Background: an optimization exercise with open tools, aiming at small area, a short achievable clock period and few clock cycles per item. Do not read the settings as production practice.
Where RTL was checked, it was by simulation tests only, not by an equivalence proof against the original.
The RTL of run 1 was laid out without a check of its function.

**design/flow/design.v**
```verilog
module keyhash (
    input  wire        clk,
    input  wire        rst_n,
    input  wire        req_valid,
    output wire        req_ready,
    input  wire [7:0]  req_ns,
    input  wire [7:0]  req_len,      
    input  wire        key_valid,
    output wire        key_ready,
    input  wire [31:0] key_data,
    output reg         res_valid,
    output wire [63:0] res_hash,
    output wire [15:0] res_fp
);
    localparam [31:0] IV0 = 32'h6a09e667, IV1 = 32'hbb67ae85,
                      IV2 = 32'h3c6ef372, IV3 = 32'ha54ff53a,
                      IV4 = 32'h510e527f, IV5 = 32'h9b05688c,
                      IV6 = 32'h1f83d9ab, IV7 = 32'h5be0cd19;
    reg         run;          
    reg [1:0]   st;           
    reg [5:0]   kc;           
    reg         ld;           
    reg         act;          
    reg         first;        
    reg         last;         
    reg         go;           
    reg [31:0]  a, b, c, d, e, f, g, h;
    reg [31:0]  p;            
    reg [31:0]  W [0:15];     
    reg [31:0]  R  [0:3];     
    reg [31:0]  RE [0:3];     
    reg         fvalid;
    reg [7:0]   fns;
    reg [7:0]   fml;          
    reg [1:0]   fnb;          
    reg [5:0]   fg;           
    reg [5:0]   fkw;          
    reg         kwl;          
    reg         kn;           
    reg [31:0]  ir;           
    reg         irv;
    reg [7:0]   carry;        
    reg [31:0] kk;
    always @(*) begin
        case (kc)
            6'd0:  kk = 32'h428a2f98; 6'd1:  kk = 32'h71374491;
            6'd2:  kk = 32'hb5c0fbcf; 6'd3:  kk = 32'he9b5dba5;
            6'd4:  kk = 32'h3956c25b; 6'd5:  kk = 32'h59f111f1;
            6'd6:  kk = 32'h923f82a4; 6'd7:  kk = 32'hab1c5ed5;
            6'd8:  kk = 32'hd807aa98; 6'd9:  kk = 32'h12835b01;
            6'd10: kk = 32'h243185be; 6'd11: kk = 32'h550c7dc3;
            6'd12: kk = 32'h72be5d74; 6'd13: kk = 32'h80deb1fe;
            6'd14: kk = 32'h9bdc06a7; 6'd15: kk = 32'hc19bf174;
            6'd16: kk = 32'he49b69c1; 6'd17: kk = 32'hefbe4786;
            6'd18: kk = 32'h0fc19dc6; 6'd19: kk = 32'h240ca1cc;
            6'd20: kk = 32'h2de92c6f; 6'd21: kk = 32'h4a7484aa;
            6'd22: kk = 32'h5cb0a9dc; 6'd23: kk = 32'h76f988da;
            6'd24: kk = 32'h983e5152; 6'd25: kk = 32'ha831c66d;
            6'd26: kk = 32'hb00327c8; 6'd27: kk = 32'hbf597fc7;
            6'd28: kk = 32'hc6e00bf3; 6'd29: kk = 32'hd5a79147;
            6'd30: kk = 32'h06ca6351; 6'd31: kk = 32'h14292967;
            6'd32: kk = 32'h27b70a85; 6'd33: kk = 32'h2e1b2138;
            6'd34: kk = 32'h4d2c6dfc; 6'd35: kk = 32'h53380d13;
            6'd36: kk = 32'h650a7354; 6'd37: kk = 32'h766a0abb;
            6'd38: kk = 32'h81c2c92e; 6'd39: kk = 32'h92722c85;
            6'd40: kk = 32'ha2bfe8a1; 6'd41: kk = 32'ha81a664b;
            6'd42: kk = 32'hc24b8b70; 6'd43: kk = 32'hc76c51a3;
            6'd44: kk = 32'hd192e819; 6'd45: kk = 32'hd6990624;
            6'd46: kk = 32'hf40e3585; 6'd47: kk = 32'h106aa070;
            6'd48: kk = 32'h19a4c116; 6'd49: kk = 32'h1e376c08;
            6'd50: kk = 32'h2748774c; 6'd51: kk = 32'h34b0bcb5;
            6'd52: kk = 32'h391c0cb3; 6'd53: kk = 32'h4ed8aa4a;
            6'd54: kk = 32'h5b9cca4f; 6'd55: kk = 32'h682e6ff3;
            6'd56: kk = 32'h748f82ee; 6'd57: kk = 32'h78a5636f;
            6'd58: kk = 32'h84c87814; 6'd59: kk = 32'h8cc70208;
            6'd60: kk = 32'h90befffa; 6'd61: kk = 32'ha4506ceb;
            6'd62: kk = 32'hbef9a3f7; default: kk = 32'hc67178f2;
        endcase
    end
    wire [5:0] mw    = fml[7:2];
    wire [1:0] mb    = fml[1:0];
    wire       w_lt  = (fg < mw);
    wire       w_eq  = (fg == mw);
    wire       w_len = (fg == {fnb, 4'hf});
    wire [5:0] fg1   = fg + 6'd1;
    wire [7:0] b0src = (fg == 6'd0) ? fns : carry;
    reg [31:0] msg;
    integer qq;
    always @(*) begin
        for (qq = 0; qq < 4; qq = qq + 1) begin
            if (w_lt || (w_eq && qq[1:0] < mb))
                msg[31-8*qq -: 8] = (qq == 0) ? b0src : ir[39-8*qq -: 8];
            else if (w_eq && qq[1:0] == mb)
                msg[31-8*qq -: 8] = 8'h80;
            else
                msg[31-8*qq -: 8] = 8'h00;
        end
        if (w_len)
            msg = {16'd0, 5'd0, fml, 3'd0};
    end
    wire s2      = !run && (st == 2'd2);
    wire s3      = !run && (st == 2'd3);
    wire sf      = ld || (s2 && fvalid) || (s3 && go);
    wire consume = sf && kn;              
    wire idle    = !run && (st == 2'd0) && !act && !fvalid;
    wire adv     = !(consume && !irv) && !idle;
    wire nk      = !(act && !last);       
    reg kr, rr;                           
    assign req_ready = rr;
    assign key_ready = kr;
    wire req_hs = req_valid && rr;
    wire key_hs = key_valid && key_ready;
    assign res_hash = {R[3], R[2]};
    assign res_fp   = R[1][31:16];
    function [31:0] rotr(input [31:0] x, input integer n);
        rotr = (x >> n) | (x << (32 - n));
    endfunction
    wire [31:0] S1 = rotr(e, 6) ^ rotr(e, 11) ^ rotr(e, 25);
    wire [31:0] S0 = rotr(a, 2) ^ rotr(a, 13) ^ rotr(a, 22);
    wire [31:0] CH = (e & f) ^ (~e & g);
    wire [31:0] MJ = (a & b) ^ (a & c) ^ (b & c);
    wire [31:0] t_s  = p ^ CH ^ d;
    wire [31:0] t_c  = ((p & CH) | (p & d) | (CH & d)) << 1;
    wire [31:0] x_s  = t_s ^ t_c ^ S1;
    wire [31:0] x_c  = ((t_s & t_c) | (t_s & S1) | (t_c & S1)) << 1;
    wire [31:0] e_n  = x_s + x_c;
    wire [31:0] m_s  = p ^ CH ^ MJ;
    wire [31:0] m_c  = ((p & CH) | (p & MJ) | (CH & MJ)) << 1;
    wire [31:0] u_s  = m_s ^ m_c ^ S1;
    wire [31:0] u_c  = ((m_s & m_c) | (m_s & S1) | (m_c & S1)) << 1;
    wire [31:0] v_s  = u_s ^ u_c ^ S0;
    wire [31:0] v_c  = ((u_s & u_c) | (u_s & S0) | (u_c & S0)) << 1;
    wire [31:0] a_n  = v_s + v_c;
    wire [31:0] w14 = W[14], w1 = W[1];
    wire [31:0] ss1 = rotr(w14, 17) ^ rotr(w14, 19) ^ (w14 >> 10);
    wire [31:0] ss0 = rotr(w1, 7) ^ rotr(w1, 18) ^ (w1 >> 3);
    wire [31:0] wn  = ss1 + W[9] + ss0 + W[0];
    wire [31:0] w_in = sf ? msg : wn;
    wire [31:0] p_n = g + kk + W[15];
    reg [31:0] iva, ive;
    always @(*) begin
        case (st)
            2'd0: begin iva = IV3; ive = IV7; end
            2'd1: begin iva = IV2; ive = IV6; end
            2'd2: begin iva = IV1; ive = IV5; end
            default: begin iva = IV0; ive = IV4; end
        endcase
    end
    wire [31:0] ra = (first ? iva : R[0]) + d;
    wire [31:0] re = (first ? ive : RE[0]) + h;
    integer i;
    always @(posedge clk) begin
        if (adv) begin
            for (i = 0; i < 15; i = i + 1)
                W[i] <= W[i+1];
            W[15] <= w_in;
            p <= p_n;
            if (run) begin
                a <= a_n;
                e <= e_n;
            end else begin
                a <= nk ? iva : ra;
                e <= nk ? ive : re;
                R[0] <= R[1];   R[1] <= R[2];   R[2] <= R[3];   R[3] <= ra;
                RE[0] <= RE[1]; RE[1] <= RE[2]; RE[2] <= RE[3]; RE[3] <= re;
            end
            b <= a; c <= b; d <= c;
            f <= e; g <= f; h <= g;
        end
        if (key_hs)
            ir <= key_data;
        if (adv && consume)
            carry <= ir[7:0];
        if (req_hs) begin
            fns <= req_ns;
            fml <= req_len + 8'd1;
            fnb <= (req_len + 8'd9) >> 6;
        end
    end
    reg       run_n, act_n, ld_n, go_n, fvalid_n, kn_n, kwl_n, irv_n;
    reg [1:0] st_n;
    reg [5:0] fg_n, fkw_n;
    always @(*) begin
        run_n = run; st_n = st; act_n = act; ld_n = ld; go_n = go;
        fvalid_n = fvalid; fg_n = fg; kn_n = kn; fkw_n = fkw; kwl_n = kwl;
        irv_n = irv;
        if (adv) begin
            if (run) begin
                ld_n = (kc < 6'd14) && (kc != 6'd0);
                if (kc == 6'd0) begin
                    run_n = 1'b0;
                    st_n  = 2'd0;
                end
            end else begin
                st_n = st + 2'd1;
                if (s2)
                    go_n = fvalid;
                if (s3) begin
                    act_n = go;
                    run_n = go;
                    ld_n  = go;
                end
            end
        end
        if (req_hs) begin
            fvalid_n = 1'b1;
            fg_n     = 6'd0;
            kn_n     = (req_len != 8'd0);
        end else if (sf && adv) begin
            fg_n = fg1;
            kn_n = ({fg1, 2'b01} < {2'b00, fml});
            if (w_len)
                fvalid_n = 1'b0;
        end
        if (req_hs) begin
            fkw_n = (req_len + 8'd3) >> 2;
            kwl_n = (req_len != 8'd0);
        end else if (key_hs) begin
            fkw_n = fkw - 6'd1;
            kwl_n = (fkw != 6'd1);
        end
        if (key_hs)
            irv_n = 1'b1;
        else if (adv && consume)
            irv_n = 1'b0;
        if (!rst_n) begin
            run_n = 1'b0; st_n = 2'd0; act_n = 1'b0; ld_n = 1'b0;
            fvalid_n = 1'b0; irv_n = 1'b0;
        end
    end
    wire sf_n = ld_n || (!run_n && st_n == 2'd2 && fvalid_n) ||
                (!run_n && st_n == 2'd3 && go_n);
    wire kr_n = fvalid_n && kwl_n && (!irv_n || (sf_n && kn_n));
    always @(posedge clk) begin
        run <= run_n; st <= st_n; act <= act_n; ld <= ld_n; go <= go_n;
        fvalid <= fvalid_n; fg <= fg_n; kn <= kn_n; fkw <= fkw_n;
        kwl <= kwl_n; irv <= irv_n;
        kr <= kr_n;
        rr <= !fvalid_n;
        res_valid <= rst_n && adv && s3 && act && last;
        if (adv) begin
            kc <= run ? kc + 6'd1 : {5'd0, s3};
            if (s3) begin
                first <= (fg[5:4] == 2'd0);
                last  <= (fg[5:4] == fnb);
            end
        end
    end
endmodule
```
**design/flow/flow/run.sh**
```bash
#!/bin/bash
# Standard layout, with timing repair aimed at a 5 ns period (the SDC is unchanged).
set -euo pipefail
bash standard.sh SETUP_SLACK_MARGIN=11 finish > standard_finish.log 2>&1
```
**design/flow/standard.sh**
```bash
#!/bin/bash
# synth_recipe.tcl (not shown) runs the flow's synth.tcl, then flattens the netlist and writes it again
# the make line also repeats each setting of config.mk as NAME=value (left out here)
make -C /OpenROAD-flow-scripts/flow DESIGN_CONFIG=/design/flow/config.mk WORK_HOME=/design/flow/orfs CLKGATE_MAP_FILE= SYNTH_SCRIPT=/design/flow/synth_recipe.tcl "${@:-finish}"
```
**design/flow/config.mk**
```make
export PLATFORM = sky130hd
export DESIGN_NAME = keyhash
export DESIGN_NICKNAME = keyhash
export VERILOG_FILES = /design/flow/design.v
export SDC_FILE = /design/flow/constraint.sdc
export NUM_CORES = 4
export LEC_CHECK = 0
export ABC_CLOCK_PERIOD_IN_PS = 4500
export CAP_MARGIN = 20
export CORE_MARGIN = 2
export CORE_UTILIZATION = 40
export PLACE_DENSITY = 0.6
export SLEW_MARGIN = 20
```
**design/flow/constraint.sdc**
```tcl
create_clock -name core_clock -period 15.0 [get_ports {clk}]
set_input_delay 3.0000 -clock core_clock [delete_from_list [all_inputs] [get_ports {clk}]]
set_output_delay 3.0000 -clock core_clock [all_outputs]
set_load 0.01 [all_outputs]
```
==> results.json, run 1 <==
{
  "hold_viol": 0,
  "avgSynthCellArea_um2": 13.1,
  "synth.net_count": 5014,
  "tightest_slew_ps": 1040,
  "htree_levels": 4,
  "crit_required_ps": 15490,
  "synth_cells": 4484,
  "root_buffer": "clkbuf_16",
  "grt_max_degree": 128,
  "groute.usage.overall_pct": 23.3,
  "startpoint_type": "register",
  "first_global_vias": 36500,
  "ios": 135,
  "core_um2": 146000,
  "hpwl_um": 125000,
  "wl_um": 178000,
  "yosys_warnings": 4,
  "period_share_pct": 32.3,
  "setup-tns-final_ps": 0,
  "synth_cell_types": 92,
  "place_congestion": 0.939,
  "crit_start": "kc[0]$_DFFE_PP_",
  "clk_pin_slew_ps": 60,
  "status": "complete, no violations",
  "synth_edf_count": 1128,
  "finalSetupViolCount": 0,
  "cap_viol_max_count": 0,
  "layout_min_cycle_time_ps": 4850,
  "antenna_found_initial": 4,
  "min-delay-start": "ir[7]$_DFFE_PP_",
  "hp-class": "reg -> reg",
  "vias_per_cell": 5.40,
  "drtAntennaViolNets": 0,
  "endpoint_kind": "register",
  "clk_path_buf_depth": 3,
  "critPathArrivalTime_ps": 5340,
  "relSlewSlack_pct": 30.7,
  "fin_nets": 5561,
  "clock_latency_ps": 790,
  "areaGrowthSynthToFinish_pct": 24.9,
  "die-area_um2": 150000,
  "clock_sinks": 1147,
  "dr.pass1.iters": 6,
  "criticalPathCategory": "reg -> reg",
  "post_route_cells_drive_above_1_share_pct": 24.5,
  "grt.overflow.total": 0,
  "rsz0062_at_grt": "yes",
  "start_util_pct": 40.3,
  "remaining_drc_errors": 0,
  "fmax_mhz": 206,
  "fin_worst_skew_ps": 46.1,
  "ys_ff_latch": 1147,
  "cts_tree": "built",
  "cp_max_fo": 6,
  "async_reset_ff_share_pct": 0,
  "dr_total_vias": 38100,
  "yosys_most_used_dff": "edfxtp_1",
  "num_rows": 140,
  "fp.dieW_um": 387,
  "numPortBuffers": 134,
  "drtIter0Drc": 3964,
  "yosysSeqAreaShare_pct": 58.3,
  "numCtsBuffers": 130,
  "cts_hold_buf": 0,
  "slew_viol_final": 0,
  "netlist_area_um2": 58700,
  "grt_pass1_wl_um": 254000,
  "wire_per_inst_um": 25.3,
  "r2r-start": "kc[0]$_DFFE_PP_",
  "die_h_um": 387
}
placed cells by master, fill, tap and decap left out, types with 40 or more instances in the layout:
cell type and count:
xnor2_1 249, o21ai_1 41, o21ai_0 142, nor3_1 46, buf_6 63, edfxtp_1 1128
nand2_1 189, nand3_1 65, a21oi_1 195, buf_4 310, nor2_1 197, clkbuf_16 130
xor2_1 139, clkdlybuf4s50_1 42, inv_1 469, ha_4 52, a211oi_1 40, a21oi_2 69
fa_1 241, ha_1 160, buf_2 80, a21o_1 74
path summary, 6_finish.rpt:
check             slack, ps  cells after the start                 end
hold reg to reg         390                      0  carry[7]$_DFFE_PP_
setup reg to reg      10150                     21     p[30]$_DFFE_PP_
setup / recovery      10150                     21     p[30]$_DFFE_PP_
hold / removal          390                      0  carry[7]$_DFFE_PP_
flip-flops by register name (all words and copies together), names as in the netlist, 32 cells and up:
register  count
f            32
W           512
a            32
R           128
c            32
d            32
g            32
b            32
e            32
h            32
ir           32
p            32
RE          128
metrics by stage:
stage	hold WS [ps]	instances	setup slack, ps	utilization, %	cell area, µm²
detailed placement	405	6441	8860	42.9	62500
global route	404	7048	9960	50.3	73300
CTS	387	6950	10140	49.0	71500
global placement	400	6441	8850	42.9	62500
finish	393	7052	10150	50.3	73300
floorplan	400	4484	10390	-	59000
cell usage after synthesis (all sizes together) (61+ instances only):
cell type	count	area (µm²)
edfxtp	1128	33900
inv	502	1880
xnor2	291	2550
a21oi	279	1420
fa	250	5000
o21ai	231	1160
ha	228	2850
nor2	223	837
nand2	220	826
xor2	152	1330
clkbuf	98	368
a21o	74	556
nand3	69	345
a211oi	61	480
layer usage:
metal	part of all wire, %	routed length [µm]	vias to the layer above	global-route usage [%]
met3	7.7	13700	255	4.30
met4	3.1	5550	2	7.09
li1	-	-	17100	-
met5	0.0073	13	-	0
met1	44	78300	19300	34.1
met2	45	80900	1434	35.4
timing repair:
action,CTS,global route
gates resized for setup,911,238
setup buffers,265,98
gates cloned,12,0
pin swaps,238,192
setup endpoints to repair,1008,515
worst max-delay path: stages, from the launching register on:
cell      delay (ps)
edfxtp_1         440
clkinv_4         130
ha_4             320
buf_8            160
and2_4           170
or3_1            310
o21ai_1           90
and3_1           210
o22ai_4          120
fa_2             550
inv_2             40
ha_4             140
a21o_1           170
a211oi_2         240
o21ai_2          100
and4_1           180
a211o_1          370
a31oi_4          210
nor2b_1           70
o21a_1           200
o41ai_2          240
xnor2_1          100
cells by family after synthesis:
logic type | synth area share, %
XOR/XNOR | 6.61
buffers and inverters | 4.19
adder cells (fa/ha/maj) | 13.9
AO/OA/AOI/OAI | 10.3
multiplexers | 0.443
flip-flops | 58.3
AND/OR/NAND/NOR | 6.25
final cells by class:
cell class              instances  area [µm²]
fillers                     12500       72400
flip-flops and latches       1147       34300
multi-input cells            2699       25300
repair buffers                546        4880
clock buffers                 149        3330
well taps                    1917        2400
inverters                     505        1940
clock inverters                83        1180
repair inverters                2        15.0
diodes                          4        10.0
==> run 2, diff against run 1 <==
--- a/design/flow/design.v
+++ b/design/flow/design.v
@@ -28,6 +28,7 @@
     reg [31:0]  p;            
     reg [31:0]  W [0:15];     
     reg [31:0]  R  [0:3];     
+    reg [1:0]   rph;          
     reg [31:0]  RE [0:3];     
     reg         fvalid;
     reg [7:0]   fns;
@@ -103,7 +104,7 @@
     wire sf      = ld || (s2 && fvalid) || (s3 && go);
     wire consume = sf && kn;              
     wire idle    = !run && (st == 2'd0) && !act && !fvalid;
-    wire adv     = !(consume && !irv) && !idle;
+    wire adv     = !(consume && !irv) && (run || (!idle && rph == st));
     wire nk      = !(act && !last);       
     reg kr, rr;                           
     assign req_ready = rr;
@@ -161,12 +162,14 @@
             end else begin
                 a <= nk ? iva : ra;
                 e <= nk ? ive : re;
-                R[0] <= R[1];   R[1] <= R[2];   R[2] <= R[3];   R[3] <= ra;
-                RE[0] <= RE[1]; RE[1] <= RE[2]; RE[2] <= RE[3]; RE[3] <= re;
             end
             b <= a; c <= b; d <= c;
             f <= e; g <= f; h <= g;
         end
+        R[0] <= R[1];   R[1] <= R[2];   R[2] <= R[3];
+        RE[0] <= RE[1]; RE[1] <= RE[2]; RE[2] <= RE[3];
+        R[3]  <= (adv && !run) ? ra : R[0];
+        RE[3] <= (adv && !run) ? re : RE[0];
         if (key_hs)
             ir <= key_data;
         if (adv && consume)
@@ -236,6 +239,7 @@
         fvalid <= fvalid_n; fg <= fg_n; kn <= kn_n; fkw <= fkw_n;
         kwl <= kwl_n; irv <= irv_n;
         kr <= kr_n;
+        rph <= rst_n ? rph + 2'd1 : 2'd0;
         rr <= !fvalid_n;
         res_valid <= rst_n && adv && s3 && act && last;
         if (adv) begin
==> design/flow/flow/run.sh (replaced) <==
#!/bin/bash
# Standard layout, with timing repair aimed at a 5 ns period (the SDC is unchanged).
set -euo pipefail
bash standard.sh SETUP_SLACK_MARGIN=10 finish > standard_finish.log 2>&1
--- a/design/flow/config.mk
+++ b/design/flow/config.mk
@@ -8,6 +8,6 @@
 export ABC_CLOCK_PERIOD_IN_PS = 4500
 export CAP_MARGIN = 20
 export CORE_MARGIN = 2
-export CORE_UTILIZATION = 40
-export PLACE_DENSITY = 0.6
+export CORE_UTILIZATION = 55
+export PLACE_DENSITY = 0.75
 export SLEW_MARGIN = 20
==> run 2 against run 1 <==
Compared with the run above:
- final area decreased by 11%
- routed wire length decreased by 5.3%
- register-to-register slack got worse by 140 ps
- global-route usage increased by 7.9 points
- clock skew decreased by 3.2 ps
- flip-flop and latch count increased by 2
- hold slack got worse by 75 ps
- largest cell class unchanged
==> results.json, run 2 <==
{
  "status": "complete, no violations",
  "place_congestion": 1.00,
  "grt_max_degree": 185,
  "synth.net_count": 5149,
  "crit_required_ps": 15460,
  "core_um2": 102000,
  "grt.overflow.total": 0,
  "grt_pass1_wl_um": 240000,
  "synth.most_common_cell": "edfxtp_1",
  "drtAntennaViolNets": 0,
  "synth_edf_count": 872,
  "ys_ff_latch": 1149,
  "wire_per_inst_um": 26.5,
  "synth_top_cell_by_area": "edfxtp_1",
  "clock_sinks": 1149,
  "criticalPathCategory": "reg -> reg",
  "yosys_most_used_dff": "edfxtp_1",
  "cap_viol_max_count": 0,
  "diodes": 0,
  "groute.usage.overall_pct": 31.3,
  "synth_top_area_share_pct": 46.3,
  "remaining_drc_errors": 0,
  "clk_pin_slew_ps": 60,
  "crit_end": "p[31]$_DFFE_PP_",
  "endpoint_kind": "register",
  "synth_cell_types": 85,
  "areaGrowthSynthToFinish_pct": 16.0,
  "start_util_pct": 55.5,
  "layout_min_cycle_time_ps": 4990,
  "avgSynthCellArea_um2": 12.2,
  "fin_ws_ps": 10010,
  "clk_path_buf_depth": 3,
  "numPortBuffers": 134,
  "fmax_mhz": 200,
  "period_share_pct": 33.3,
  "clock_latency_ps": 740,
  "die-area_um2": 105000,
  "slew_viol_final": 0,
  "place_area_um2": 59400,
  "die_h_um": 325,
  "synth_area_leaders": "edfxtp_1 (46%), dfxtp_1 (9.8%), fa_1 (8.8%)",
  "r2r_slack_ps": 10010,
  "fin_worst_skew_ps": 42.9,
  "numCtsBuffers": 115,
  "worst_hold_slack_ps": 318,
  "fp.dieW_um": 325,
  "cts_hold_buf": 0,
  "synth_cells": 4619,
  "min-delay-start": "RE[2][25]$_DFF_P_",
  "tightest_slew_ps": 1170,
  "ios": 135,
  "final_util_pct": 64.4,
  "finalSetupViolCount": 0,
  "rsz0062_at_grt": "yes",
  "async_reset_ff_share_pct": 0,
  "dr_total_vias": 38000,
  "antenna_found_initial": 2,
  "dr.pass1.iters": 8,
  "critPathArrivalTime_ps": 5450,
  "place_ws_ps": 8270,
  "wl_um": 169000,
  "num_rows": 117,
  "regMostFlops": "W",
  "yosys_warnings": 4,
  "relSlewSlack_pct": 22.2,
  "worst_r2r_path_depth": 23,
  "synthTopCellsByCount": "edfxtp_1 (872), inv_1 (516), nand2_1 (312), o21ai_0 (312), xnor2_1 (300)",
  "fin_nets": 5428,
  "hpwl_um": 123000,
  "first_global_vias": 35500,
  "netlist_area_um2": 56600,
  "largest_reg_flops": 512,
  "crit_start": "kc[1]$_SDFFCE_PN0P_",
  "cp_max_fo": 16,
  "r2r-start": "kc[1]$_SDFFCE_PN0P_",
  "mostFrequentLayoutCell": "edfxtp_1",
  "startpoint_type": "register",
  "final_cell_mix": "edfxtp_1 (872), inv_1 (502), nand2_1 (295), xnor2_1 (288), dfxtp_1 (274)",
  "hp-class": "reg -> reg",
  "yosysSeqAreaShare_pct": 56.1,
  "hold_viol": 0,
  "root_buffer": "clkbuf_16",
  "stdcell_area_um2": 65600,
  "htree_levels": 3,
  "reg.largest.list": "W (512), RE (128), R (128)",
  "r2r-end": "p[31]$_DFFE_PP_",
  "drtIter0Drc": 5241,
  "cts_tree": "built",
  "vias_per_cell": 5.97,
  "setup-tns-final_ps": 0,
  "post_route_cells_drive_above_1_share_pct": 11.9
}
==> run 2: worst max-delay path, cell delays in order, from the launching register on <==
cell	delay [ps]
edfxtp_1	410
buf_4	190
buf_6	180
ha_4	210
nand2b_2	290
a21oi_1	370
a21oi_1	70
nor2_1	90
a21oi_1	50
o21ai_0	280
fa_1	240
ha_2	210
inv_1	70
fa_2	400
nor2b_1	130
o21a_1	140
o211ai_1	130
a21oi_2	250
a31oi_4	150
o21ai_4	270
a31oi_4	150
o31ai_2	210
a21oi_1	110
xnor2_1	130
==> run 2: timing repair <==
action                                 in CTS  in global routing
buffers inserted                           44                 72
setup endpoints to repair                 313                209
pin swaps                                  14                 52
gates resized for setup                   136                193
endpoints found under the hold margin       0                  0
gates cloned                                0                  5
==> run 2: final cells by class <==
class | count | area, µm²
clock buffer | 155 | 3240
clock inverter | 60 | 664
fill | 7670 | 36300
inverter | 518 | 2000
multi-input combinational | 2819 | 23400
sequential | 1149 | 31700
tap | 1368 | 1710
timing repair buffer | 295 | 2800
==> run 2: how the worst min path moves through the flow <==
stage / endpoint / cells after the start
after CTS: RE[0][27]$_DFF_P_ / 0
after global placement: RE[2][18]$_DFF_P_ / 0
after global routing: RE[2][28]$_DFF_P_ / 0
after detailed placement: RE[1][20]$_DFF_P_ / 0
final: RE[1][25]$_DFF_P_ / 0
after floorplan: RE[0][0]$_DFF_P_ / 0
==> run 2: per-layer routing <==
layer | vias to the layer above | part of all wire, % | wire length [µm] | GRT usage, %
met2 | 2199 | 42 | 71700 | 43.8
met1 | 18900 | 42 | 70900 | 48.0
li1 | 16700 | - | - | -
met3 | 273 | 12 | 20900 | 7.29
met4 | 0 | 3.2 | 5430 | 9.90
met5 | - | 0 | 0 | 0
==> run 2: through the flow <==
step | std cells
2_1_floorplan | 4619
3_3_place_gp | 6027
3_5_place_dp | 6027
4_1_cts | 6286
5_1_grt | 6364
6_report | 6364
==> run 2: cell families (layout without fill, tap and decap cells) <==
family	count (synthesis)	after routing	synth area share, %
adder cells (fa/ha/maj)	508	508	14.4
multiplexers	35	35	0.790
AND/OR/NAND/NOR	852	852	6.75
buffers and inverters	651	1028	4.44
flip-flops	1149	1149	56.1
XOR/XNOR	453	453	7.01
AO/OA/AOI/OAI	971	971	10.5
Testbench counts of run 2, summed over its fixed seeds: cycles 236,508, keys 2,400.
==> run 3, diff against run 2 <==
--- a/design/flow/config.mk
+++ b/design/flow/config.mk
@@ -8,6 +8,6 @@
 export ABC_CLOCK_PERIOD_IN_PS = 4500
 export CAP_MARGIN = 20
 export CORE_MARGIN = 2
-export CORE_UTILIZATION = 55
-export PLACE_DENSITY = 0.75
+export CORE_UTILIZATION = 40
+export PLACE_DENSITY = 0.6
 export SLEW_MARGIN = 20
==> run 3 against run 2 <==
Compared with the run above:
- still clean
- worst setup slack improved by 95 ps
- synthesized area stayed put
- fmax rose by 1.9%
- clock-buffer cell count increased by 7
- via count decreased by 3.5%
- final area up 0.65%
- largest cell class unchanged
==> results.json, run 3 <==
{
  "reg.largest.list": "W (512), RE (128), R (128)",
  "fin_worst_skew_ps": 68.6,
  "synth_cells": 4619,
  "groute.usage.overall_pct": 22.8,
  "synthTopCellsByCount": "edfxtp_1 (872), inv_1 (516), nand2_1 (312), o21ai_0 (312), xnor2_1 (300)",
  "synth.most_common_cell": "edfxtp_1",
  "yosysSeqAreaShare_pct": 56.1,
  "cp_max_fo": 8,
  "mostFrequentLayoutCell": "edfxtp_1",
  "synth_area_leaders": "edfxtp_1 (46%), dfxtp_1 (9.8%), fa_1 (8.8%)",
  "final_cell_mix": "edfxtp_1 (872), inv_1 (507), nand2_1 (299), xnor2_1 (290), dfxtp_1 (274)",
  "hold_viol": 0,
  "fin_nets": 5413,
  "areaGrowthSynthToFinish_pct": 16.7,
  "numPortBuffers": 134,
  "critPathArrivalTime_ps": 5320,
  "tightest_slew_ps": 1130,
  "netlist_area_um2": 56600,
  "synth_edf_count": 872,
  "num_rows": 137,
  "clk_path_buf_depth": 3,
  "avgSynthCellArea_um2": 12.2,
  "cts_tree": "built",
  "finalSetupViolCount": 0,
  "dr_total_vias": 36700,
  "criticalPathCategory": "reg -> reg",
  "numCtsBuffers": 118,
  "grt_pass1_wl_um": 242000,
  "wire_per_inst_um": 24.6,
  "status": "complete, no violations",
  "startpoint_type": "register",
  "place_area_um2": 60100,
  "rsz0062_at_grt": "yes",
  "endpoint_kind": "register",
  "synth_cell_types": 85,
  "async_reset_ff_share_pct": 0,
  "largest_reg_flops": 512,
  "synth_top_cell_by_area": "edfxtp_1",
  "ios": 135,
  "hpwl_um": 125000,
  "fp.dieW_um": 380,
  "clock_sinks": 1149,
  "post_route_cells_drive_above_1_share_pct": 11.3,
  "r2r_slack_ps": 10110,
  "clk_pin_slew_ps": 60,
  "core_um2": 140000,
  "synth.net_count": 5149,
  "antenna_found_initial": 6,
  "die-area_um2": 144000,
  "drtAntennaViolNets": 0,
  "setup-tns-final_ps": 0,
  "grt_max_degree": 194,
  "synth_top_area_share_pct": 46.3,
  "place_congestion": 0.934,
  "remaining_drc_errors": 0,
  "drtIter0Drc": 4119,
  "cap_viol_max_count": 0,
  "first_global_vias": 35300,
  "ys_ff_latch": 1149,
  "diodes": 0,
  "vias_per_cell": 5.34,
  "start_util_pct": 40.4,
  "htree_levels": 3,
  "layout_min_cycle_time_ps": 4890,
  "yosys_warnings": 4,
  "hp-class": "reg -> reg",
  "stdcell_area_um2": 66000,
  "wl_um": 169000,
  "relSlewSlack_pct": 24.1,
  "slew_viol_final": 0,
  "regMostFlops": "W",
  "grt.overflow.total": 0,
  "crit_required_ps": 15430,
  "yosys_most_used_dff": "edfxtp_1",
  "clock_latency_ps": 770,
  "dr.pass1.iters": 8,
  "period_share_pct": 32.6,
  "fmax_mhz": 204,
  "root_buffer": "clkbuf_16",
  "die_h_um": 380
}
==> run 3: cell type report <==
cell class,count,area [µm²]
fill,12700,73900
sequential,1149,31700
multi-input combinational,2819,23300
clock buffer,162,3350
timing repair buffer,277,2640
tap,1876,2350
inverter,518,2000
clock inverter,64,633
==> run 3: metrics by stage <==
| stage | hold slack, ps | util [%] | setup WS, ps | std cells |
|---|---|---|---|---|
| 2_1_floorplan | 310 | - | 483 | 4619 |
| 6_report | 284 | 47.2 | 10110 | 6865 |
| 5_1_grt | 278 | 47.2 | 9950 | 6865 |
| 3_3_place_gp | 310 | 43.0 | 8320 | 6532 |
| 4_1_cts | 265 | 46.4 | 9900 | 6807 |
| 3_5_place_dp | 312 | 43.0 | 8190 | 6532 |
==> run 3: routing by layer <==
metal	track usage, %	part of all wire [%]	up-vias
li1	-	-	16700
met1	33.1	44	18400
met2	35.3	45	1331
met3	3.43	6.9	242
met4	6.93	3.2	0
met5	0	0	-
==> run 3: final timing paths <==
| kind | cells past startpoint | end | startpoint |
|---|---|---|---|
| hold reg to reg | 0 | RE[0][25]$_DFF_P_ | RE[1][25]$_DFF_P_ |
| setup / recovery | 21 | p[28]$_DFFE_PP_ | kc[1]$_SDFFCE_PN0P_ |
| hold / removal | 0 | RE[0][25]$_DFF_P_ | RE[1][25]$_DFF_P_ |
| setup reg to reg | 21 | p[28]$_DFFE_PP_ | kc[1]$_SDFFCE_PN0P_ |
==> run 3: cell families after synthesis <==
| group | share of synthesized area (%) |
|---|---|
| flops | 56.1 |
| fa+ha+maj | 14.4 |
| xor+xnor | 7.01 |
| mux | 0.790 |
| compound gates | 10.5 |
| buf+inv | 4.44 |
| simple gates | 6.75 |
==> run 3: worst max-delay path, cell delays in order, from the launching register on <==
cell	delay [ps]
edfxtp_1	460
clkinv_4	120
ha_4	340
buf_8	160
nand2_4	80
mux4_2	460
nand2_1	90
o21ai_2	90
fa_1	540
inv_1	50
ha_1	300
a211oi_2	210
nor2_2	80
o31a_1	330
a31o_4	270
a31o_2	280
nand2_1	80
and3_4	200
o41ai_4	90
buf_4	180
nand4_1	90
o311ai_2	100
==> run 3: what timing repair did <==
action | CTS | global route
gates cloned | 2 | 3
setup buffers | 47 | 54
endpoints found under the setup margin | 151 | 118
gates resized for setup | 123 | 164
hold buffers | 0 | 0
pin swaps | 13 | 54
==> run 4, diff against run 3 <==
--- a/design/flow/design.v
+++ b/design/flow/design.v
@@ -18,17 +18,20 @@
                       IV6 = 32'h1f83d9ab, IV7 = 32'h5be0cd19;
     reg         run;          
     reg [1:0]   st;           
+    reg         rl;           
+    reg         ok;           
     reg [5:0]   kc;           
     reg         ld;           
     reg         act;          
     reg         first;        
     reg         last;         
     reg         go;           
+    reg [3:0]   wph;          
+    reg [3:0]   bph;          
     reg [31:0]  a, b, c, d, e, f, g, h;
     reg [31:0]  p;            
     reg [31:0]  W [0:15];     
     reg [31:0]  R  [0:3];     
-    reg [1:0]   rph;          
     reg [31:0]  RE [0:3];     
     reg         fvalid;
     reg [7:0]   fns;
@@ -99,12 +102,20 @@
         if (w_len)
             msg = {16'd0, 5'd0, fml, 3'd0};
     end
-    wire s2      = !run && (st == 2'd2);
-    wire s3      = !run && (st == 2'd3);
-    wire sf      = ld || (s2 && fvalid) || (s3 && go);
-    wire consume = sf && kn;              
-    wire idle    = !run && (st == 2'd0) && !act && !fvalid;
-    wire adv     = !(consume && !irv) && (run || (!idle && rph == st));
+    wire s0 = !run && (st == 2'd0);
+    wire s2 = !run && (st == 2'd2);
+    wire s3 = !run && (st == 2'd3);
+    wire s0fire = (wph[1:0] == 2'd0) &&
+                  (rl ? (wph == bph && (irv || !kn)) : (act || fvalid));
+    wire stepping = !run && (!s0 || s0fire);
+    wire lp = (run && ld) || (s2 && (rl || fvalid)) || (s3 && go);
+    wire [3:0] lidx = run ? kc[3:0] + 4'd1 : {3'd0, s3};
+    wire replay  = lp && (lidx < fg[3:0]);        
+    wire fd      = lp && ok && !replay;           
+    wire miss    = fd && kn && !irv;              
+    wire feed    = fd && !miss;
+    wire consume = feed && kn;                    
+    wire rot     = !ok || replay || miss || (rl && !run && !st[1]);
     wire nk      = !(act && !last);       
     reg kr, rr;                           
     assign req_ready = rr;
@@ -136,7 +147,7 @@
     wire [31:0] ss1 = rotr(w14, 17) ^ rotr(w14, 19) ^ (w14 >> 10);
     wire [31:0] ss0 = rotr(w1, 7) ^ rotr(w1, 18) ^ (w1 >> 3);
     wire [31:0] wn  = ss1 + W[9] + ss0 + W[0];
-    wire [31:0] w_in = sf ? msg : wn;
+    wire [31:0] w_in = rot ? W[0] : (feed ? msg : wn);
     wire [31:0] p_n = g + kk + W[15];
     reg [31:0] iva, ive;
     always @(*) begin
@@ -147,32 +158,32 @@
             default: begin iva = IV0; ive = IV4; end
         endcase
     end
-    wire [31:0] ra = (first ? iva : R[0]) + d;
-    wire [31:0] re = (first ? ive : RE[0]) + h;
+    wire        ivsel = first && !rl;
+    wire        ivld  = rl ? first : nk;
+    wire [31:0] ra = (ivsel ? iva : R[0]) + (rl ? 32'd0 : d);
+    wire [31:0] re = (ivsel ? ive : RE[0]) + (rl ? 32'd0 : h);
     integer i;
     always @(posedge clk) begin
-        if (adv) begin
-            for (i = 0; i < 15; i = i + 1)
-                W[i] <= W[i+1];
-            W[15] <= w_in;
-            p <= p_n;
-            if (run) begin
-                a <= a_n;
-                e <= e_n;
-            end else begin
-                a <= nk ? iva : ra;
-                e <= nk ? ive : re;
-            end
-            b <= a; c <= b; d <= c;
-            f <= e; g <= f; h <= g;
-        end
+        for (i = 0; i < 15; i = i + 1)
+            W[i] <= W[i+1];
+        W[15] <= w_in;
+        p <= p_n;
+        if (run) begin
+            a <= a_n;
+            e <= e_n;
+        end else begin
+            a <= ivld ? iva : ra;
+            e <= ivld ? ive : re;
+        end
+        b <= a; c <= b; d <= c;
+        f <= e; g <= f; h <= g;
         R[0] <= R[1];   R[1] <= R[2];   R[2] <= R[3];
         RE[0] <= RE[1]; RE[1] <= RE[2]; RE[2] <= RE[3];
-        R[3]  <= (adv && !run) ? ra : R[0];
-        RE[3] <= (adv && !run) ? re : RE[0];
+        R[3]  <= stepping ? ra : R[0];
+        RE[3] <= stepping ? re : RE[0];
         if (key_hs)
             ir <= key_data;
-        if (adv && consume)
+        if (consume)
             carry <= ir[7:0];
         if (req_hs) begin
             fns <= req_ns;
@@ -180,28 +191,40 @@
             fnb <= (req_len + 8'd9) >> 6;
         end
     end
-    reg       run_n, act_n, ld_n, go_n, fvalid_n, kn_n, kwl_n, irv_n;
+    reg       run_n, rl_n, ok_n, act_n, ld_n, go_n, fvalid_n, kn_n, kwl_n, irv_n;
     reg [1:0] st_n;
-    reg [5:0] fg_n, fkw_n;
-    always @(*) begin
-        run_n = run; st_n = st; act_n = act; ld_n = ld; go_n = go;
+    reg [5:0] kc_n, fg_n, fkw_n;
+    always @(*) begin
+        run_n = run; st_n = st; rl_n = rl; ok_n = ok; act_n = act;
+        ld_n = ld; go_n = go; kc_n = kc;
         fvalid_n = fvalid; fg_n = fg; kn_n = kn; fkw_n = fkw; kwl_n = kwl;
         irv_n = irv;
-        if (adv) begin
-            if (run) begin
-                ld_n = (kc < 6'd14) && (kc != 6'd0);
-                if (kc == 6'd0) begin
-                    run_n = 1'b0;
-                    st_n  = 2'd0;
-                end
-            end else begin
-                st_n = st + 2'd1;
-                if (s2)
-                    go_n = fvalid;
-                if (s3) begin
+        if (run) begin
+            kc_n = kc + 6'd1;
+            ld_n = (kc < 6'd14) && (kc != 6'd0);
+            if (miss) begin                        
+                run_n = 1'b0; st_n = 2'd0; rl_n = 1'b1; ok_n = 1'b0;
+            end else if (kc == 6'd0) begin         
+                run_n = 1'b0; st_n = 2'd0; rl_n = 1'b0;
+            end
+        end else if (stepping) begin
+            st_n = st + 2'd1;
+            kc_n = {5'd0, s3};
+            if (s0)
+                ok_n = 1'b1;
+            if (miss)
+                ok_n = 1'b0;
+            if (s2 && !rl)
+                go_n = fvalid;
+            if (s3) begin
+                if (!rl)
                     act_n = go;
-                    run_n = go;
-                    ld_n  = go;
+                if (go) begin
+                    run_n = ok_n;                  
+                    rl_n  = !ok_n;
+                    ld_n  = 1'b1;
+                end else begin
+                    rl_n  = 1'b0;                  
                 end
             end
         end
@@ -209,7 +232,7 @@
             fvalid_n = 1'b1;
             fg_n     = 6'd0;
             kn_n     = (req_len != 8'd0);
-        end else if (sf && adv) begin
+        end else if (feed) begin
             fg_n = fg1;
             kn_n = ({fg1, 2'b01} < {2'b00, fml});
             if (w_len)
@@ -224,30 +247,32 @@
         end
         if (key_hs)
             irv_n = 1'b1;
-        else if (adv && consume)
+        else if (consume)
             irv_n = 1'b0;
         if (!rst_n) begin
-            run_n = 1'b0; st_n = 2'd0; act_n = 1'b0; ld_n = 1'b0;
-            fvalid_n = 1'b0; irv_n = 1'b0;
-        end
-    end
-    wire sf_n = ld_n || (!run_n && st_n == 2'd2 && fvalid_n) ||
-                (!run_n && st_n == 2'd3 && go_n);
-    wire kr_n = fvalid_n && kwl_n && (!irv_n || (sf_n && kn_n));
+            run_n = 1'b0; st_n = 2'd0; rl_n = 1'b0; ok_n = 1'b0;
+            act_n = 1'b0; ld_n = 1'b0; fvalid_n = 1'b0; irv_n = 1'b0;
+        end
+    end
+    wire       lp_n  = (run_n && ld_n) || (!run_n && st_n == 2'd2 && (rl_n || fvalid_n)) ||
+                       (!run_n && st_n == 2'd3 && go_n);
+    wire [3:0] lidx_n = run_n ? kc_n[3:0] + 4'd1 : {3'd0, st_n == 2'd3};
+    wire       use_n = lp_n && ok_n && !(lidx_n < fg_n[3:0]) && kn_n;
+    wire       kr_n  = fvalid_n && kwl_n && (!irv_n || use_n);
     always @(posedge clk) begin
-        run <= run_n; st <= st_n; act <= act_n; ld <= ld_n; go <= go_n;
+        run <= run_n; st <= st_n; rl <= rl_n; ok <= ok_n; act <= act_n;
+        ld <= ld_n; go <= go_n; kc <= kc_n;
         fvalid <= fvalid_n; fg <= fg_n; kn <= kn_n; fkw <= fkw_n;
         kwl <= kwl_n; irv <= irv_n;
         kr <= kr_n;
-        rph <= rst_n ? rph + 2'd1 : 2'd0;
         rr <= !fvalid_n;
-        res_valid <= rst_n && adv && s3 && act && last;
-        if (adv) begin
-            kc <= run ? kc + 6'd1 : {5'd0, s3};
-            if (s3) begin
-                first <= (fg[5:4] == 2'd0);
-                last  <= (fg[5:4] == fnb);
-            end
+        wph <= rst_n ? wph + 4'd1 : 4'd0;
+        if (s0 && s0fire && !rl)
+            bph <= wph;
+        res_valid <= rst_n && s3 && !rl && act && last;
+        if (s3 && !rl && go) begin
+            first <= (fg[5:4] == 2'd0);
+            last  <= (fg[5:4] == fnb);
         end
     end
 endmodule
==> design/flow/flow/run.sh (replaced) <==
#!/bin/bash
# Standard layout, with timing repair aimed at a 5 ns period (the SDC is unchanged).
set -euo pipefail
bash standard.sh SETUP_SLACK_MARGIN=10.5 finish > standard_finish.log 2>&1
==> run 4 against run 3 <==
Compared with the run above:
- critical path depth fell by 2
- sequential share of layout area fell by 8.5 points
- die area fell by 11%
- synthesized area fell by 11%
- final area fell by 8.1%
- critical endpoint is now a[30]$_DFF_P_
==> results.json, run 4 <==
{
  "endpoint_kind": "register",
  "antenna_found_initial": 4,
  "synthTopCellsByCount": "dfxtp_1 (1085), inv_1 (444), nand2_1 (415), xnor2_1 (336), a21oi_1 (289)",
  "relSlewSlack_pct": 15.6,
  "setup-tns-final_ps": 0,
  "areaGrowthSynthToFinish_pct": 20.9,
  "hpwl_um": 119000,
  "wire_per_inst_um": 23.0,
  "place_ws_ps": 8920,
  "place_area_um2": 53400,
  "dr_total_vias": 35700,
  "crit_required_ps": 15660,
  "netlist_area_um2": 50200,
  "synth.most_common_cell": "dfxtp_1",
  "tightest_slew_ps": 1260,
  "startpoint_type": "register",
  "grt_max_degree": 67,
  "grt_pass1_wl_um": 229000,
  "ios": 135,
  "cap_viol_max_count": 0,
  "wl_um": 157000,
  "cp_max_fo": 6,
  "layout_min_cycle_time_ps": 4780,
  "hold_viol": 0,
  "largest_reg_flops": 512,
  "critPathBufInv": 3,
  "path_cells": "nand2_1 > o21ai_2 > fa_1 > inv_1 > fa_1 > inv_1 > fa_1 > ha_4 > nand2_1 > o211a_1 > or3_4 > o31ai_4 > buf_6 > nor2_4 > o211a_1 > o31ai_2 > xnor2_1 > a22o_1 > nor3_1",
  "drtAntennaViolNets": 0,
  "synth_cells": 4847,
  "final_cell_mix": "dfxtp_1 (1012), inv_1 (432), nand2_1 (387), xnor2_1 (318), a21oi_1 (253)",
  "fin_worst_skew_ps": 78.8,
  "mostFrequentLayoutCell": "dfxtp_1",
  "fin_nets": 5640,
  "synth.net_count": 5386,
  "hp-class": "reg -> reg",
  "dr.pass1.iters": 5,
  "clk_path_buf_depth": 3,
  "synth_edf_count": 72,
  "num_rows": 129,
  "slew_viol_final": 0,
  "cpPeakStageDelay_ps": 500,
  "cts_tree": "built",
  "cp_common_cell": "fa_1",
  "async_reset_ff_share_pct": 0,
  "core_um2": 124000,
  "ys_ff_latch": 1157,
  "fp.dieW_um": 358,
  "cts_hold_buf": 0,
  "grt.overflow.total": 0,
  "worst_path_max_delay_cell": "dfxtp_2",
  "clock_sinks": 1157,
  "remaining_drc_errors": 0,
  "fin_ws_ps": 10220,
  "final_util_pct": 48.9,
  "die_h_um": 358,
  "fmax_mhz": 209,
  "critPathArrivalTime_ps": 5440,
  "htree_levels": 3,
  "first_global_vias": 35000,
  "period_share_pct": 31.9,
  "yosys_warnings": 4,
  "synth_cell_types": 94,
  "root_buffer": "clkbuf_16",
  "reg.largest.list": "W (512), RE (128), R (128)",
  "synth_top_area_share_pct": 43.3,
  "criticalPathCategory": "reg -> reg",
  "finalSetupViolCount": 0,
  "die-area_um2": 128000,
  "numCtsBuffers": 113,
  "clock_latency_ps": 770,
  "numPortBuffers": 134,
  "start_util_pct": 40.5,
  "status": "complete, no violations",
  "synth_top_cell_by_area": "dfxtp_1",
  "yosysSeqAreaShare_pct": 47.6,
  "regMostFlops": "W",
  "synth_area_leaders": "dfxtp_1 (43%), fa_1 (10%), ha_1 (5.9%)",
  "yosys_most_used_dff": "dfxtp_1",
  "drtIter0Drc": 3458,
  "rsz0062_at_grt": "yes",
  "post_route_cells_drive_above_1_share_pct": 15.5,
  "groute.usage.overall_pct": 24.4,
  "clk_pin_slew_ps": 70,
  "cp_top_family": "adder cells",
  "place_congestion": 0.963,
  "vias_per_cell": 5.22,
  "stdcell_area_um2": 60700,
  "avgSynthCellArea_um2": 10.4
}
run 4: per-layer routing:
metal	routed length (µm)	track usage [%]	vias up
li1	-	-	16700
met1	71100	34.6	17500
met2	69000	37.1	1215
met3	11700	4.78	255
met4	5200	8.07	0
met5	0	0	-
run 4: per-stage QoR:
step / hold WS [ps] / cells
2_1_floorplan: 310 / 4847
3_3_place_gp: 310 / 6497
3_5_place_dp: 312 / 6497
4_1_cts: 281 / 6797
5_1_grt: 278 / 6837
6_report: 289 / 6838
run 4: layout make-up:
cell class,instances,area [µm²]
inverters,447,1720
clock inverters,73,947
multi-input cells,3082,25900
diodes,1,2.50
repair buffers,300,2870
flip-flops and latches,1157,24000
clock buffers,141,3180
fillers,11300,63400
well taps,1637,2050
run 4: worst paths after layout:
| check | start | end | slack [ps] | depth (start not counted) |
|---|---|---|---|---|
| max | e[3]$_DFF_P_ | a[30]$_DFF_P_ | 10220 | 19 |
| min reg2reg | g[4]$_DFF_P_ | h[4]$_DFF_P_ | 290 | 0 |
| max reg2reg | e[3]$_DFF_P_ | a[30]$_DFF_P_ | 10220 | 19 |
| min | g[4]$_DFF_P_ | h[4]$_DFF_P_ | 290 | 0 |
run 4: cell families (layout without fill, tap and decap cells):
| group | count (synthesis) | count (layout) | synth area share, % |
|---|---|---|---|
| AO/OA/AOI/OAI | 989 | 989 | 12.4 |
| XOR/XNOR | 458 | 458 | 7.99 |
| adder cells (fa/ha/maj) | 517 | 517 | 16.5 |
| buffers and inverters | 608 | 961 | 4.75 |
| flip-flops | 1157 | 1157 | 47.6 |
| multiplexers | 42 | 42 | 1.02 |
| other | 0 | 1 | 0 |
| AND/OR/NAND/NOR | 1076 | 1076 | 9.84 |
run 4: worst register-to-register path, cell delays in order, from the launching register on:
cell     delay [ps]
dfxtp_2         500
nand2_1         120
o21ai_2         140
fa_1            460
inv_1            80
fa_1            420
inv_1            80
fa_1            440
ha_4            310
nand2_1          70
o211a_1         210
or3_4           410
o31ai_4         250
buf_6           150
nor2_4           40
o211a_1         250
o31ai_2         290
xnor2_1         110
a22o_1          230
nor3_1          120
run 4: what timing repair did:
| item | 4_1_cts | 5_1_grt |
|---|---|---|
| buffers inserted | 83 | 40 |
| setup endpoints to repair | 208 | 81 |
| gates resized for setup | 461 | 205 |
| pin swaps | 77 | 107 |
| gates cloned | 3 | 0 |
Testbench counts of run 4, summed over its fixed seeds: cycles 236,508, keys 2,400.
==> run 5, diff against run 4 <==
==> design/flow/flow/run.sh (replaced) <==
#!/bin/bash
# Standard layout, with timing repair aimed at a 5 ns period (the SDC is unchanged).
set -euo pipefail
bash standard.sh SETUP_SLACK_MARGIN=10 finish > standard_finish.log 2>&1
--- a/design/flow/config.mk
+++ b/design/flow/config.mk
@@ -9,5 +9,6 @@
 export CAP_MARGIN = 20
 export CORE_MARGIN = 2
 export CORE_UTILIZATION = 40
+export CTS_BUF_LIST = sky130_fd_sc_hd__clkbuf_8
 export PLACE_DENSITY = 0.6
 export SLEW_MARGIN = 20
==> run 5 against run 4 <==
Compared with the run above:
- core utilization decreased by 1.3 points
- cell count rose by 0.60%
- critical path type unchanged
- critical endpoint is now p[29]$_DFF_P_
- highest routed layer is now met5
==> results.json, run 5 <==
{
  "die_h_um": 358,
  "endpoint_kind": "register",
  "slew_viol_final": 0,
  "critPathArrivalTime_ps": 5760,
  "synth_cells": 4847,
  "wire_per_inst_um": 22.6,
  "grt.overflow.total": 0,
  "synth.net_count": 5386,
  "rsz0062_at_grt": "yes",
  "fp.dieW_um": 358,
  "synth_top_area_share_pct": 43.3,
  "hp-class": "reg -> reg",
  "cap_viol_max_count": 0,
  "synth_area_leaders": "dfxtp_1 (43%), fa_1 (10%), ha_1 (5.9%)",
  "cp_max_fo": 7,
  "first_global_vias": 35100,
  "finalSetupViolCount": 0,
  "setup-tns-final_ps": 0,
  "avgSynthCellArea_um2": 10.4,
  "start_util_pct": 40.5,
  "hold_path_depth": 0,
  "root_buffer": "clkbuf_8",
  "yosysSeqAreaShare_pct": 47.6,
  "hold_viol": 0,
  "synth_edf_count": 72,
  "period_share_pct": 32.8,
  "cpPeakStageDelay_ps": 620,
  "fin_ws_ps": 10080,
  "tightest_slew_ps": 1150,
  "fin_worst_skew_ps": 65.8,
  "fmax_mhz": 203,
  "groute.usage.overall_pct": 24.1,
  "vias_per_cell": 5.17,
  "post_route_cells_drive_above_1_share_pct": 11.6,
  "num_rows": 129,
  "die-area_um2": 128000,
  "final_cell_mix": "dfxtp_1 (1047), inv_1 (477), nand2_1 (400), xnor2_1 (333), a21oi_1 (278)",
  "synth.most_common_cell": "dfxtp_1",
  "numCtsBuffers": 184,
  "drtAntennaViolNets": 0,
  "mostFrequentLayoutCell": "dfxtp_1",
  "path_cells": "clkinvlp_4 > ha_4 > buf_6 > or2_4 > a31oi_4 > mux4_2 > fa_2 > inv_1 > ha_4 > a21oi_4 > nor2_2 > or2_4 > a221o_1 > a31o_4 > a2111o_1 > a41oi_2 > o21bai_1 > a21oi_1 > xnor2_1",
  "crit_required_ps": 15840,
  "grt_max_degree": 67,
  "yosys_warnings": 4,
  "worst_path_max_delay_cell": "mux4_2",
  "synth_cell_types": 94,
  "place_ws_ps": 8320,
  "ios": 135,
  "layout_min_cycle_time_ps": 4920,
  "remaining_drc_errors": 0,
  "largest_reg_flops": 512,
  "cts_tree": "built",
  "areaGrowthSynthToFinish_pct": 17.6,
  "ys_ff_latch": 1157,
  "drtIter0Drc": 3217,
  "clock_sinks": 1157,
  "clk_pin_slew_ps": 60,
  "cts_hold_buf": 0,
  "grt_pass1_wl_um": 227000,
  "core_um2": 124000,
  "fin_nets": 5626,
  "hpwl_um": 117000,
  "status": "complete, no violations",
  "antenna_found_initial": 9,
  "htree_levels": 4,
  "criticalPathCategory": "reg -> reg",
  "async_reset_ff_share_pct": 0,
  "clock_latency_ps": 950,
  "relSlewSlack_pct": 22.8,
  "synth_top_cell_by_area": "dfxtp_1",
  "reg.largest.list": "W (512), RE (128), R (128)",
  "dr_total_vias": 35600,
  "worst_r2r_path_depth": 19,
  "regMostFlops": "W",
  "yosys_most_used_dff": "dfxtp_1",
  "synthTopCellsByCount": "dfxtp_1 (1085), inv_1 (444), nand2_1 (415), xnor2_1 (336), a21oi_1 (289)",
  "numPortBuffers": 134,
  "clk_path_buf_depth": 3,
  "wl_um": 155000,
  "final_util_pct": 47.6,
  "netlist_area_um2": 50200,
  "dr.pass1.iters": 6,
  "startpoint_type": "register",
  "place_congestion": 0.993
}
[run 5: what timing repair did]
| action | CTS | global route |
|---|---|---|
| pin swaps | 5 | 33 |
| resized for setup | 121 | 153 |
| cloned | 4 | 3 |
| setup buffers | 16 | 22 |
| setup endpoints to repair | 125 | 51 |
[run 5: final cells by class]
cell class	instances	area, µm²
Sequential cell	1157	24000
Tap cell	1637	2050
Clock inverter	111	1180
Timing Repair Buffer	213	2200
Multi-Input combinational cell	3083	24900
Fill cell	11500	65100
Timing Repair inverter	1	5.00
Clock buffer	225	3100
Antenna cell	5	12.5
Inverter	447	1700
[run 5: cell families (layout without fill, tap and decap cells)]
family,after synthesis,count (layout),share of synthesized area [%]
AND/OR/NAND/NOR,1076,1077,9.84
AO/OA/AOI/OAI,989,989,12.4
flip-flops,1157,1157,47.6
XOR/XNOR,458,458,7.99
buffers and inverters,608,997,4.75
adder cells (fa/ha/maj),517,517,16.5
multiplexers,42,42,1.02
other,0,5,0
[run 5: worst max-delay path, delay by kind of cell, from the launching register on]
kind            cells  cell delay, ps
simple gates        3             500
buf+inv             3             350
fa+ha+maj           3            1170
flops               1             380
mux                 1             620
xor+xnor            1             140
compound gates      8            1680
[run 5: final timing paths]
check                                      start          endpoint  slack [ps]
worst max-delay path               kc[0]$_DFF_P_     p[29]$_DFF_P_       10080
worst min-delay path            W[6][31]$_DFF_P_  W[5][31]$_DFF_P_         280
worst max register to register     kc[0]$_DFF_P_     p[29]$_DFF_P_       10080
worst min register to register  W[6][31]$_DFF_P_  W[5][31]$_DFF_P_         280
[run 5: metal layers]
| layer | wire length, µm | global-route usage (%) | vias to the layer above |
|---|---|---|---|
| met5 | 27 | 0 | - |
| met4 | 5290 | 8.49 | 4 |
| met3 | 12600 | 5.92 | 261 |
| met2 | 66600 | 35.7 | 1237 |
| met1 | 70700 | 34.2 | 17400 |
| li1 | - | - | 16700 |
[run 5: stage by stage]
step,std cells,hold slack [ps],area [µm²]
after detailed placement,6493,312,53300
after floorplan,4847,310,50200
after global routing,6876,272,59100
after global placement,6493,310,53300
final,6879,284,59100
after CTS,6849,279,58200
==> run 6, diff against run 5 <==
--- a/design/flow/config.mk
+++ b/design/flow/config.mk
@@ -9,6 +9,6 @@
 export CAP_MARGIN = 20
 export CORE_MARGIN = 2
 export CORE_UTILIZATION = 40
-export CTS_BUF_LIST = sky130_fd_sc_hd__clkbuf_8
+export CTS_CLUSTER_SIZE = 25
 export PLACE_DENSITY = 0.6
 export SLEW_MARGIN = 20
==> run 6 against run 5 <==
Compared with the run above:
- routed wire length down 0.29%
- still clean on timing, DRC and antenna
- non-clock buffer count up 10
- highest routed layer unchanged
- die area unchanged
- sequential share of layout area about the same
- clock skew up 9.8 ps
- synthesized area unchanged
- cell count down 1.7%
==> results.json, run 6 <==
{
  "status": "complete, no violations",
  "regMostFlops": "W",
  "criticalPathCategory": "reg -> reg",
  "die_h_um": 358,
  "htree_levels": 3,
  "synth_top_cell_by_area": "dfxtp_1",
  "wl_um": 155000,
  "clock_latency_ps": 780,
  "post_route_cells_drive_above_1_share_pct": 10.1,
  "numPortBuffers": 134,
  "min-delay-start": "W[6][31]$_DFF_P_",
  "endpoint_kind": "register",
  "clk_path_buf_depth": 3,
  "die-area_um2": 128000,
  "place_congestion": 0.993,
  "synth.most_common_cell": "dfxtp_1",
  "areaGrowthSynthToFinish_pct": 17.6,
  "r2r_slack_ps": 10130,
  "cts_hold_buf": 0,
  "fp.dieW_um": 358,
  "relSlewSlack_pct": 16.6,
  "stdcell_area_um2": 59100,
  "yosys_warnings": 4,
  "core_um2": 124000,
  "synth_edf_count": 72,
  "met1_usage_pct": 34.0,
  "yosysSeqAreaShare_pct": 47.6,
  "cp_top_family": "compound AO/OA/AOI/OAI gates",
  "fmax_mhz": 205,
  "cap_viol_max_count": 0,
  "remaining_drc_errors": 0,
  "mostFrequentLayoutCell": "dfxtp_1",
  "hpwl_um": 117000,
  "whs_endpoint": "W[5][31]$_DFF_P_",
  "grt_pass1_wl_um": 226000,
  "clock_sinks": 1157,
  "critPathBufInv": 2,
  "grt.busiest_layer": "met2",
  "synth_cells": 4847,
  "diodes": 0,
  "r2r-end": "a[31]$_DFF_P_",
  "crit_required_ps": 15650,
  "worst_r2r_path_depth": 18,
  "synth_cell_types": 94,
  "start_util_pct": 40.5,
  "finalSetupViolCount": 0,
  "netlist_area_um2": 50200,
  "root_buffer": "clkbuf_16",
  "worst_path_max_delay_cell": "dfxtp_1",
  "cts_tree": "built",
  "ios": 135,
  "hp-class": "reg -> reg",
  "period_share_pct": 32.5,
  "clk_pin_slew_ps": 60,
  "ys_ff_latch": 1157,
  "yosys_most_used_dff": "dfxtp_1",
  "avgSynthCellArea_um2": 10.4,
  "synth.net_count": 5386,
  "dr.pass1.iters": 5,
  "largest_reg_flops": 512,
  "synth_area_leaders": "dfxtp_1 (43%), fa_1 (10%), ha_1 (5.9%)",
  "slew_viol_final": 0,
  "fin_cells": 6763,
  "reg.largest.list": "W (512), RE (128), R (128)",
  "grt.overflow.total": 0,
  "num_rows": 129,
  "layout_min_cycle_time_ps": 4870,
  "place_area_um2": 53300,
  "tightest_slew_ps": 1250,
  "dr_total_vias": 35100,
  "wire_per_inst_um": 22.9,
  "grt_util_met2_pct": 36.0,
  "vias_per_cell": 5.19,
  "hold_viol": 0,
  "seq_area_um2": 23900,
  "startpoint_type": "register",
  "synthTopCellsByCount": "dfxtp_1 (1085), inv_1 (444), nand2_1 (415), xnor2_1 (336), a21oi_1 (289)",
  "cpPeakStageDelay_ps": 590,
  "path_cells": "xnor2_1 > xnor2_2 > fa_1 > fa_1 > ha_1 > inv_1 > fa_2 > nor2b_2 > o31ai_4 > a221oi_2 > buf_4 > o211ai_1 > o21ai_2 > a211o_1 > o21ai_2 > o21ai_1 > xnor2_1 > a32o_1",
  "cp_max_fo": 6,
  "dp.cells": 6493,
  "async_reset_ff_share_pct": 0,
  "synth_top_area_share_pct": 43.3,
  "antenna_found_initial": 8,
  "met3_usage_pct": 5.46,
  "critPathArrivalTime_ps": 5520,
  "fin_nets": 5568,
  "multiInputGateArea_um2": 24800,
  "r2r-start": "e[26]$_DFF_P_",
  "final_cell_mix": "dfxtp_1 (1050), inv_1 (441), nand2_1 (397), xnor2_1 (332), a21oi_1 (279)",
  "first_global_vias": 34600,
  "groute.usage.overall_pct": 24.0,
  "hold_path_depth": 0,
  "drtIter0Drc": 3226,
  "rsz0062_at_grt": "yes",
  "numCtsBuffers": 116,
  "setup-tns-final_ps": 0,
  "fin_worst_skew_ps": 75.7,
  "drtAntennaViolNets": 0,
  "final.fill_count": 11400,
  "grt_max_degree": 67
}
## run 6: cell counts after synthesis
No cell type changed its count.
## run 6: worst max path at each step
stage                       start            end  cells after the start
finish              e[26]$_DFF_P_  a[31]$_DFF_P_                     18
global route        kc[0]$_DFF_P_  p[31]$_DFF_P_                     25
CTS                 kc[2]$_DFF_P_  p[31]$_DFF_P_                     25
detailed placement  kc[0]$_DFF_P_  p[31]$_DFF_P_                     23
global placement    kc[0]$_DFF_P_  p[31]$_DFF_P_                     23
floorplan           kc[0]$_DFF_P_  p[29]$_DFF_P_                     19
## run 6: kinds of logic (layout without fill, tap and decap cells)
| family | count (synthesis) | in the layout | share of synthesized area, % |
|---|---|---|---|
| buffers and inverters | 608 | 886 | 4.75 |
| DFF | 1157 | 1157 | 47.6 |
| muxes | 42 | 42 | 1.02 |
| adders and majority gates | 517 | 517 | 16.5 |
| xor gates and xnor gates | 458 | 458 | 7.99 |
| AOI/OAI and AO/OA | 989 | 989 | 12.4 |
| and+or+nand+nor | 1076 | 1077 | 9.84 |
## run 6: routing by layer
metal / wire length, µm / up-vias
li1: - / 16500
met1: 70700 / 17200
met2: 66700 / 1160
met3: 12400 / 246
met4: 4970 / 4
met5: 27 / -
## run 6: final cells by class
cell class	count	share of cell area [%]
inverters	447	2.88
clock inverters	55	1.45
repair inverters	1	0.00847
multi-input cells	3083	42.1
repair buffers	223	3.89
clock buffers	160	5.71
well taps	1637	3.47
flip-flops and latches	1157	40.5
## run 6: stage by stage
stage	util [%]	hold WS, ps	worst slack [ps]
6_report	47.6	273	10130
5_1_grt	47.6	266	9940
3_5_place_dp	42.9	312	8320
4_1_cts	46.9	263	9990
2_1_floorplan	-	310	10010
3_3_place_gp	42.9	310	8330
## run 6: worst register-to-register path, cell delays in order, from the launching register on
cell and delay [ps]:
dfxtp_1 590, xnor2_1 250, xnor2_2 380, fa_1 490, fa_1 450, ha_1 230, inv_1 90, fa_2 240
nor2b_2 70, o31ai_4 330, a221oi_2 100, buf_4 170, o211ai_1 300, o21ai_2 130, a211o_1 360, o21ai_2 170
o21ai_1 110, xnor2_1 140, a32o_1 200
## run 6: repair_timing
| item | CTS | global route |
|---|---|---|
| resized for setup | 120 | 152 |
| endpoints found under the setup margin | 123 | 43 |
| pin swaps | 5 | 36 |
| cloned | 5 | 2 |
| buffers inserted | 19 | 29 |

what the ideal ports hide:
The results above use ideal ports. As a check the final layouts listed here were re-extracted and re-timed, cells and wires unchanged. Step 1 (the two cells are an assumption about what drives the block):
set clk [get_ports {clk}]
set_driving_cell -lib_cell sky130_fd_sc_hd__clkbuf_16 $clk
set_driving_cell -lib_cell sky130_fd_sc_hd__buf_2 [delete_from_list [all_inputs] $clk]
Step 2 also shifts input and output timing later by t, the mid clock arrival at the registers, as if the neighbouring blocks saw the same clock. a / b / c = ideal / step 1 / step 2; a / b = the first two.
| run | t (ns) | setup slack, ns | hold WS [ns] | slew at the worst register clock pin (ns) | cell pins on the clock port's net |
|---|---|---|---|---|---|
| run 1 | 0.842 | 10.154 / 10.154 / 10.154 | 0.393 / 0.393 / 0.393 | 0.07 / 0.07 | 1 |
| run 2 | 0.792 | 10.010 / 10.010 / 10.010 | 0.318 / 0.318 / 0.318 | 0.08 / 0.08 | 1 |
| run 3 | 0.807 | 10.105 / 10.105 / 9.689 | 0.284 / 0.284 / 0.284 | 0.07 / 0.07 | 1 |
| run 4 | 0.803 | 10.216 / 10.216 / 9.911 | 0.289 / 0.289 / 0.289 | 0.08 / 0.08 | 1 |
| run 5 | 0.987 | 10.083 / 10.083 / 9.314 | 0.284 / 0.284 / 0.284 | 0.07 / 0.07 | 1 |
| run 6 | 0.818 | 10.127 / 10.127 / 9.480 | 0.273 / 0.273 / 0.273 | 0.08 / 0.08 | 1 |
After both steps every run listed still meets setup and hold. For run 5, which loses most, drivers alone change the setup slack by 0.000 ns; drivers and shift together by -0.769 ns.
